From an optimization exercise on the open Yosys and OpenROAD flow, aimed at small area and a short achievable clock period; shortcuts taken in it are not production practice. At most, simulation tests tie the RTL to the original design; equivalence was not proved.

Design gx_word_codec, start of the top module:
module gx_word_codec #(
    parameter LANES = 4
) (
    input  wire                 clk,
    input  wire                 rst,           
    input  wire                 in_valid,
    input  wire [LANES-1:0]     in_op,         
    input  wire [31*LANES-1:0]  in_word,
    input  wire [16*LANES-1:0]  in_row,
    output reg                  out_valid,
    output wire [3*LANES-1:0]   out_status,
    output wire [20*LANES-1:0]  out_data,
    output wire [11*LANES-1:0]  out_syn,
    output wire [31*LANES-1:0]  out_word
);
For scale: ~2800 cells after synthesis, about 330 flip-flops, roughly 460 I/O pins.
==> flow/config.mk <==
export PLATFORM = sky130hd
export DESIGN_NAME = gx_word_codec
export DESIGN_NICKNAME = gx_word_codec
export VERILOG_FILES = /design/flow/design.v
export SDC_FILE = /design/flow/constraint.sdc
export NUM_CORES = 4
export LEC_CHECK = 0
export CAP_MARGIN = 20
export CORE_MARGIN = 2
export CORE_UTILIZATION = 40
export SLEW_MARGIN = 20
==> flow/constraint.sdc <==
create_clock -name core_clock -period 26.0 [get_ports {clk}]
set_input_delay 5.2000 -clock core_clock [delete_from_list [all_inputs] [get_ports {clk}]]
set_output_delay 5.2000 -clock core_clock [all_outputs]
set_load 0.01 [all_outputs]
standard.sh (not shown) runs the stock make flow with config.mk's settings and CLKGATE_MAP_FILE= SYNTH_SCRIPT=/design/flow/synth_recipe.tcl, a recipe that flattens the netlist after the stock synthesis.
==> flow/flow/run.sh <==
#!/bin/bash
# Layout: the standard flow (standard.sh) with two changes:
#  - the port buffers are sky130_fd_sc_hd__buf_1 cells (one per port, as
#    standard) rather than the delay buffer buffer_ports picks by default;
#  - timing repair aims for SETUP_MARGIN ns of setup slack, so that it also
#    works on the period the design achieves. The clock, the period and the
#    I/O constraints are the standard flow's, unchanged.
set -euo pipefail
cd "$(dirname "$0")/.."
SETUP_MARGIN=$(cat flow/setup_margin)
bash standard.sh synth > flow_synth.log 2>&1
bash standard.sh "BUFFER_PORTS_ARGS=-buffer_cell sky130_fd_sc_hd__buf_1" \
    "SETUP_SLACK_MARGIN=$SETUP_MARGIN" finish > flow_layout.log 2>&1
==> flow/flow/setup_margin <==
18.7
The starting point passed the timing, DRC and antenna checks.
Next try:
==> flow/flow/setup_margin (replaced) <==
19.0
--- a/flow/config.mk
+++ b/flow/config.mk
@@ -10 +10,2 @@
-export CORE_UTILIZATION = 40
+export CORE_UTILIZATION = 55
+export CTS_BUF_LIST = sky130_fd_sc_hd__clkbuf_4 sky130_fd_sc_hd__clkbuf_8
Effect: Wire length grows by a few percent. Fmax grows by a few percent. Worst setup slack improves by 0.22 ns. Count of clock-buffer cells in the layout grows by 36. Synthesized cell count does not change. Utilization grows by 17 points.
No run of this note included a check of the RTL's function; only the layout flow was run.

* * *

Another version of the RTL of gx_word_codec (not shown whole).
Size: roughly 2700 cells after synthesis, roughly 330 flip-flops, roughly 460 I/O pins.
Design gx_word_codec, start of the top module:
module gx_word_codec #(
    parameter LANES = 4
) (
    input  wire                 clk,
    input  wire                 rst,           
    input  wire                 in_valid,
    input  wire [LANES-1:0]     in_op,         
    input  wire [31*LANES-1:0]  in_word,
    input  wire [16*LANES-1:0]  in_row,
    output reg                  out_valid,
    output wire [3*LANES-1:0]   out_status,
    output wire [20*LANES-1:0]  out_data,
    output wire [11*LANES-1:0]  out_syn,
    output wire [31*LANES-1:0]  out_word
);
==> flow/config.mk <==
export PLATFORM = sky130hd
export DESIGN_NAME = gx_word_codec
export DESIGN_NICKNAME = gx_word_codec
export VERILOG_FILES = /design/flow/design.v
export SDC_FILE = /design/flow/constraint.sdc
export NUM_CORES = 4
export LEC_CHECK = 0
export CAP_MARGIN = 20
export CORE_MARGIN = 2
export CORE_UTILIZATION = 40
export SLEW_MARGIN = 20
==> flow/constraint.sdc <==
create_clock -name core_clock -period 26.0 [get_ports {clk}]
set_input_delay 5.2000 -clock core_clock [delete_from_list [all_inputs] [get_ports {clk}]]
set_output_delay 5.2000 -clock core_clock [all_outputs]
set_load 0.01 [all_outputs]
==> flow/flow/run.sh <==
#!/bin/bash
# Layout: the standard flow (standard.sh) with these changes:
#  - the port buffers are sky130_fd_sc_hd__buf_1 cells (one per port, as
#    standard) rather than the delay buffer buffer_ports picks by default;
#  - timing repair aims for SETUP_MARGIN ns of setup slack, so that it also
#    works on the period the design achieves;
#  - clock tree synthesis takes the arguments in flow/cts_args.
# The clock, the period and the I/O constraints are the standard flow's, unchanged.
set -euo pipefail
cd "$(dirname "$0")/.."
SETUP_MARGIN=$(cat flow/setup_margin)
CTS_ARGS=$(cat flow/cts_args)
bash standard.sh synth > flow_synth.log 2>&1
bash standard.sh "BUFFER_PORTS_ARGS=-buffer_cell sky130_fd_sc_hd__buf_1" \
    "SETUP_SLACK_MARGIN=$SETUP_MARGIN" "CTS_ARGS=$CTS_ARGS" finish > flow_layout.log 2>&1
==> flow/flow/cts_args <==
-sink_clustering_enable -repair_clock_nets -dont_use_dummy_load -sink_clustering_size 28 -sink_clustering_max_diameter 120
==> flow/flow/setup_margin <==
19.35
Edit:
==> flow/flow/run.sh (replaced) <==
#!/bin/bash
# Layout: the standard flow (standard.sh) with two changes:
#  - the port buffers are sky130_fd_sc_hd__buf_1 cells (one per port, as
#    standard) rather than the delay buffer buffer_ports picks by default;
#  - timing repair aims for SETUP_MARGIN ns of setup slack, so that it also
#    works on the period the design achieves. The clock, the period and the
#    I/O constraints are the standard flow's, unchanged.
set -euo pipefail
cd "$(dirname "$0")/.."
SETUP_MARGIN=$(cat flow/setup_margin)
bash standard.sh synth > flow_synth.log 2>&1
bash standard.sh "BUFFER_PORTS_ARGS=-buffer_cell sky130_fd_sc_hd__buf_1" \
    "SETUP_SLACK_MARGIN=$SETUP_MARGIN" finish > flow_layout.log 2>&1
==> flow/flow/setup_margin (replaced) <==
19.2
removed: flow/flow/cts_args
Effect:
- The new run ran to the end with no violations
- count of clock-buffer cells in the layout is higher by 36
- die area is unchanged
- global-route usage is higher by 0.29 points
- clock skew is lower by 0.042 ns
- sequential share of layout area is lower by 0.43 points
- final area is higher by 1.8%
Edit:
--- a/flow/flow/run.sh
+++ b/flow/flow/run.sh
@@ -2 +2 @@
-# Layout: the standard flow (standard.sh) with two changes:
+# Layout: the standard flow (standard.sh) with these changes:
@@ -6,2 +6,3 @@
-#    works on the period the design achieves. The clock, the period and the
-#    I/O constraints are the standard flow's, unchanged.
+#    works on the period the design achieves;
+#  - clock tree synthesis takes the arguments in flow/cts_args.
+# The clock, the period and the I/O constraints are the standard flow's, unchanged.
@@ -10,0 +12 @@
+CTS_ARGS=$(cat flow/cts_args)
@@ -13 +15 @@
-    "SETUP_SLACK_MARGIN=$SETUP_MARGIN" finish > flow_layout.log 2>&1
+    "SETUP_SLACK_MARGIN=$SETUP_MARGIN" "CTS_ARGS=$CTS_ARGS" finish > flow_layout.log 2>&1
==> flow/flow/cts_args (new file) <==
-sink_clustering_enable -repair_clock_nets -dont_use_dummy_load -sink_clustering_size 28 -sink_clustering_max_diameter 120
==> flow/flow/setup_margin (replaced) <==
19.45
Settings changed: CORE_UTILIZATION 40 to 60, PLACE_DENSITY set to 0.7.
After rerunning: First-iteration DRC count rises by roughly a tenth. Setup slack improved by 0.11 ns. Die area falls by a quarter to a third. Clock skew rises by 0.024 ns.
Edit:
==> flow/flow/run.sh (replaced) <==
#!/bin/bash
# Layout: the standard flow (standard.sh) with two changes:
#  - the port buffers are sky130_fd_sc_hd__buf_1 cells (one per port, as
#    standard) rather than the delay buffer buffer_ports picks by default;
#  - timing repair aims for SETUP_MARGIN ns of setup slack, so that it also
#    works on the period the design achieves. The clock, the period and the
#    I/O constraints are the standard flow's, unchanged.
set -euo pipefail
cd "$(dirname "$0")/.."
SETUP_MARGIN=$(cat flow/setup_margin)
bash standard.sh synth > flow_synth.log 2>&1
bash standard.sh "BUFFER_PORTS_ARGS=-buffer_cell sky130_fd_sc_hd__buf_1" \
    "SETUP_SLACK_MARGIN=$SETUP_MARGIN" finish > flow_layout.log 2>&1
==> flow/flow/setup_margin (replaced) <==
19.0
Settings changed: CORE_UTILIZATION 60 to 40, PLACE_DENSITY 0.7 to not set.
removed: flow/flow/cts_args
The new run went through all stages and came out clean.
Non-clock buffer count fell by 25.
Area after synthesis does not change.
Setup slack got worse by 0.25 ns.
Cell area goes up by 1.3%.
Routed wire length went down by 1.0%.
Via count came out lower by 3.7%.
Hold slack barely changes.
Fmax falls by 3.7%.
Sequential share of layout area drops by 0.33 points.
Edit:
--- a/flow/flow/run.sh
+++ b/flow/flow/run.sh
@@ -2 +2 @@
-# Layout: the standard flow (standard.sh) with two changes:
+# Layout: the standard flow (standard.sh) with these changes:
@@ -6,2 +6,3 @@
-#    works on the period the design achieves. The clock, the period and the
-#    I/O constraints are the standard flow's, unchanged.
+#    works on the period the design achieves;
+#  - clock tree synthesis takes the arguments in flow/cts_args.
+# The clock, the period and the I/O constraints are the standard flow's, unchanged.
@@ -10,0 +12 @@
+CTS_ARGS=$(cat flow/cts_args)
@@ -13 +15 @@
-    "SETUP_SLACK_MARGIN=$SETUP_MARGIN" finish > flow_layout.log 2>&1
+    "SETUP_SLACK_MARGIN=$SETUP_MARGIN" "CTS_ARGS=$CTS_ARGS" finish > flow_layout.log 2>&1
==> flow/flow/cts_args (new file) <==
-sink_clustering_enable -repair_clock_nets -dont_use_dummy_load -sink_clustering_size 28 -sink_clustering_max_diameter 120
==> flow/flow/setup_margin (replaced) <==
19.5
The changed run ran to the end with no violations.
Flip-flop and latch count is unchanged.
Routed wire length rises slightly.
Via count rises slightly.
Worst hold slack improved by 0.0045 ns.
Synthesized cell count stays the same.
Edit:
==> flow/flow/setup_margin (replaced) <==
19.4
Effect: The changed run ran to the end with no violations; first-iteration DRC count shrinks by 7.5%; cell count is about the same; maximum frequency stays flat; clock skew shrinks by 0.0048 ns; sequential cell count stays the same; design area shrinks by 1.0%.

* * *

## raven
gx_word_codec again, from the RTL that the note above started with.
Settings: LEC_CHECK=0, CAP_MARGIN=20, CORE_MARGIN=2, CORE_UTILIZATION=40, SLEW_MARGIN=20; clock period 26.0 ns.
==> flow/flow/run.sh <==
#!/bin/bash
# Layout: the standard flow (standard.sh) with these changes:
#  - the port buffers are sky130_fd_sc_hd__buf_1 cells (one per port, as
#    standard) rather than the delay buffer buffer_ports picks by default;
#  - timing repair aims for SETUP_MARGIN ns of setup slack, so that it also
#    works on the period the design achieves;
#  - clock tree synthesis takes the arguments in flow/cts_args.
# The clock, the period and the I/O constraints are the standard flow's, unchanged.
set -euo pipefail
cd "$(dirname "$0")/.."
SETUP_MARGIN=$(cat flow/setup_margin)
CTS_ARGS=$(cat flow/cts_args)
bash standard.sh synth > flow_synth.log 2>&1
bash standard.sh "BUFFER_PORTS_ARGS=-buffer_cell sky130_fd_sc_hd__buf_1" \
    "SETUP_SLACK_MARGIN=$SETUP_MARGIN" "CTS_ARGS=$CTS_ARGS" finish > flow_layout.log 2>&1
==> flow/flow/cts_args <==
-sink_clustering_enable -repair_clock_nets -dont_use_dummy_load -sink_clustering_size 24 -sink_clustering_max_diameter 120
==> flow/flow/setup_margin <==
19.5
Modified inputs, cedar compared to raven
==> flow/flow/setup_margin <==
19.3
Findings:
- cedar: done, clean on timing, DRC and antenna
- Diff cedar..raven | area after synthesis | unchanged
- Looking at count of plain and timing-repair buffers in the layout across cedar and raven, the one that comes out higher is raven.
- As far as number of synthesized register bits goes, cedar and raven are indistinguishable; the numbers are identical.
[inputs] violet vs cedar
==> flow/flow/cts_args <==
-sink_clustering_enable -repair_clock_nets -dont_use_dummy_load -sink_clustering_size 32 -sink_clustering_max_diameter 150
==> flow/flow/setup_margin <==
19.4
Notes after the runs:
Compared with cedar, violet shows design area that has gone up slightly.
Row final standard cell utilization of the core: violet higher / cedar lower
Diff cedar..violet | share of the clock period used by the worst path | negligible
When violet is set beside cedar, its worst hold slack turns out to be 0.0062 ns larger.
As far as fmax is concerned, cedar and violet perform about the same.
violet: maximum fanout along the worst path is 19 lower than what cedar reported.
Modified inputs, pepper compared to violet
Settings: setting PLACE_DENSITY to 0.7 for the first time; changing CORE_UTILIZATION from 40 to 60.
==> flow/flow/run.sh <==
#!/bin/bash
# Layout: the standard flow (standard.sh) with two changes:
#  - the port buffers are sky130_fd_sc_hd__buf_1 cells (one per port, as
#    standard) rather than the delay buffer buffer_ports picks by default;
#  - timing repair aims for SETUP_MARGIN ns of setup slack, so that it also
#    works on the period the design achieves. The clock, the period and the
#    I/O constraints are the standard flow's, unchanged.
set -euo pipefail
cd "$(dirname "$0")/.."
SETUP_MARGIN=$(cat flow/setup_margin)
bash standard.sh synth > flow_synth.log 2>&1
bash standard.sh "BUFFER_PORTS_ARGS=-buffer_cell sky130_fd_sc_hd__buf_1" \
    "SETUP_SLACK_MARGIN=$SETUP_MARGIN" finish > flow_layout.log 2>&1
==> flow/flow/setup_margin <==
19.2
removed: flow/flow/cts_args
Findings:
Per the comparison of pepper with violet, y dimension of the die decreased 18%, utilization increased 23 points, routed wire length increased 400 um, setup fix buffers added after clock tree synthesis decreased 11, worst setup slack before clock tree synthesis decreased 0.27 ns. violet vs pepper, origin of the worst setup path: g_lane[3].u_lane.out_data[12] vs g_lane[3].u_lane.s1_word[27]. Wire length the detailed router placed on met1 shrinks by a little under 10% when moving from violet to pepper. Summary of pepper over violet: slew at the pin closest to its max-slew limit saw a decrease.
Input-level comparison between tundra and pepper:
Settings: CORE_UTILIZATION changed from 60 to 40; PLACE_DENSITY changed from 0.7 to 0.75.
diff --git a/flow/flow/run.sh b/flow/flow/run.sh
--- a/flow/flow/run.sh
+++ b/flow/flow/run.sh
@@ -2 +2 @@
-# Layout: the standard flow (standard.sh) with two changes:
+# Layout: the standard flow (standard.sh) with these changes:
@@ -6,2 +6,3 @@
-#    works on the period the design achieves. The clock, the period and the
-#    I/O constraints are the standard flow's, unchanged.
+#    works on the period the design achieves;
+#  - clock tree synthesis takes the arguments in flow/cts_args.
+# The clock, the period and the I/O constraints are the standard flow's, unchanged.
@@ -10,0 +12 @@
+CTS_ARGS=$(cat flow/cts_args)
@@ -13 +15 @@
-    "SETUP_SLACK_MARGIN=$SETUP_MARGIN" finish > flow_layout.log 2>&1
+    "SETUP_SLACK_MARGIN=$SETUP_MARGIN" "CTS_ARGS=$CTS_ARGS" finish > flow_layout.log 2>&1
==> flow/flow/cts_args (new file) <==
-sink_clustering_enable -repair_clock_nets -dont_use_dummy_load -sink_clustering_size 28 -sink_clustering_max_diameter 120
==> flow/flow/setup_margin <==
19.4
### Flow results
- Looking only at via count, and setting everything else aside, the higher value of tundra and pepper goes to pepper.
- The final cell count reported for tundra is greater than that of pepper by 280.
- Looking at routed wire length across both flows, tundra is the stronger of the two, with pepper trailing.
- Delta (tundra minus pepper): worst hold slack lost 0.0067 ns; number of setup buffers added after CTS picked up an extra 15; total routing resource utilization after global routing lost 12 points.

afterwards: timing with drivers on the ports:
Ports are ideal in the flow. The routed layouts listed here were re-timed in OpenROAD.
Step 1, drivers: a clkbuf_16 drives clk and a buf_2 each remaining input, both assumed.
Step 2, shift: input delay + t, output delay - t, t = (earliest + latest rising clock arrival at the registers) / 2. This alone moves slack from input paths to output paths.
a / b / c = ideal ports / drivers / drivers and shift; a / b = the first two.
run | t, ns | setup slack, ns | worst hold slack (ns)
the first run of note 1 | 0.599 | 19.050 / 19.050 / 19.050 | 0.437 / 0.437 / 0.437
the second run of note 1 | 0.694 | 19.266 / 19.266 / 19.266 | 0.464 / 0.464 / 0.464
the first run of note 2 | 0.575 | 19.540 / 19.484 / 19.451 | 0.464 / 0.464 / 0.464
the second run of note 2 | 0.605 | 19.441 / 19.441 / 19.430 | 0.461 / 0.461 / 0.461
the third run of note 2 | 0.578 | 19.552 / 19.495 / 19.194 | 0.459 / 0.459 / 0.459
the fourth run of note 2 | 0.603 | 19.307 / 19.307 / 19.307 | 0.461 / 0.461 / 0.461
the fifth run of note 2 | 0.578 | 19.568 / 19.512 / 19.459 | 0.465 / 0.465 / 0.465
the sixth run of note 2 | 0.574 | 19.563 / 19.507 / 19.460 | 0.465 / 0.465 / 0.465
raven | 0.581 | 19.560 / 19.504 / 19.457 | 0.461 / 0.461 / 0.461
cedar | 0.585 | 19.530 / 19.496 / 19.465 | 0.461 / 0.461 / 0.461
violet | 0.575 | 19.548 / 19.492 / 19.448 | 0.467 / 0.467 / 0.467
pepper | 0.597 | 19.422 / 19.422 / 19.248 | 0.451 / 0.451 / 0.451
tundra | 0.581 | 19.546 / 19.546 / 19.546 | 0.444 / 0.444 / 0.444
After both steps every run listed still meets setup and hold. The setup slack of the third run of note 2, which loses most, moves by -0.057 ns with the drivers and by -0.358 ns with both steps.
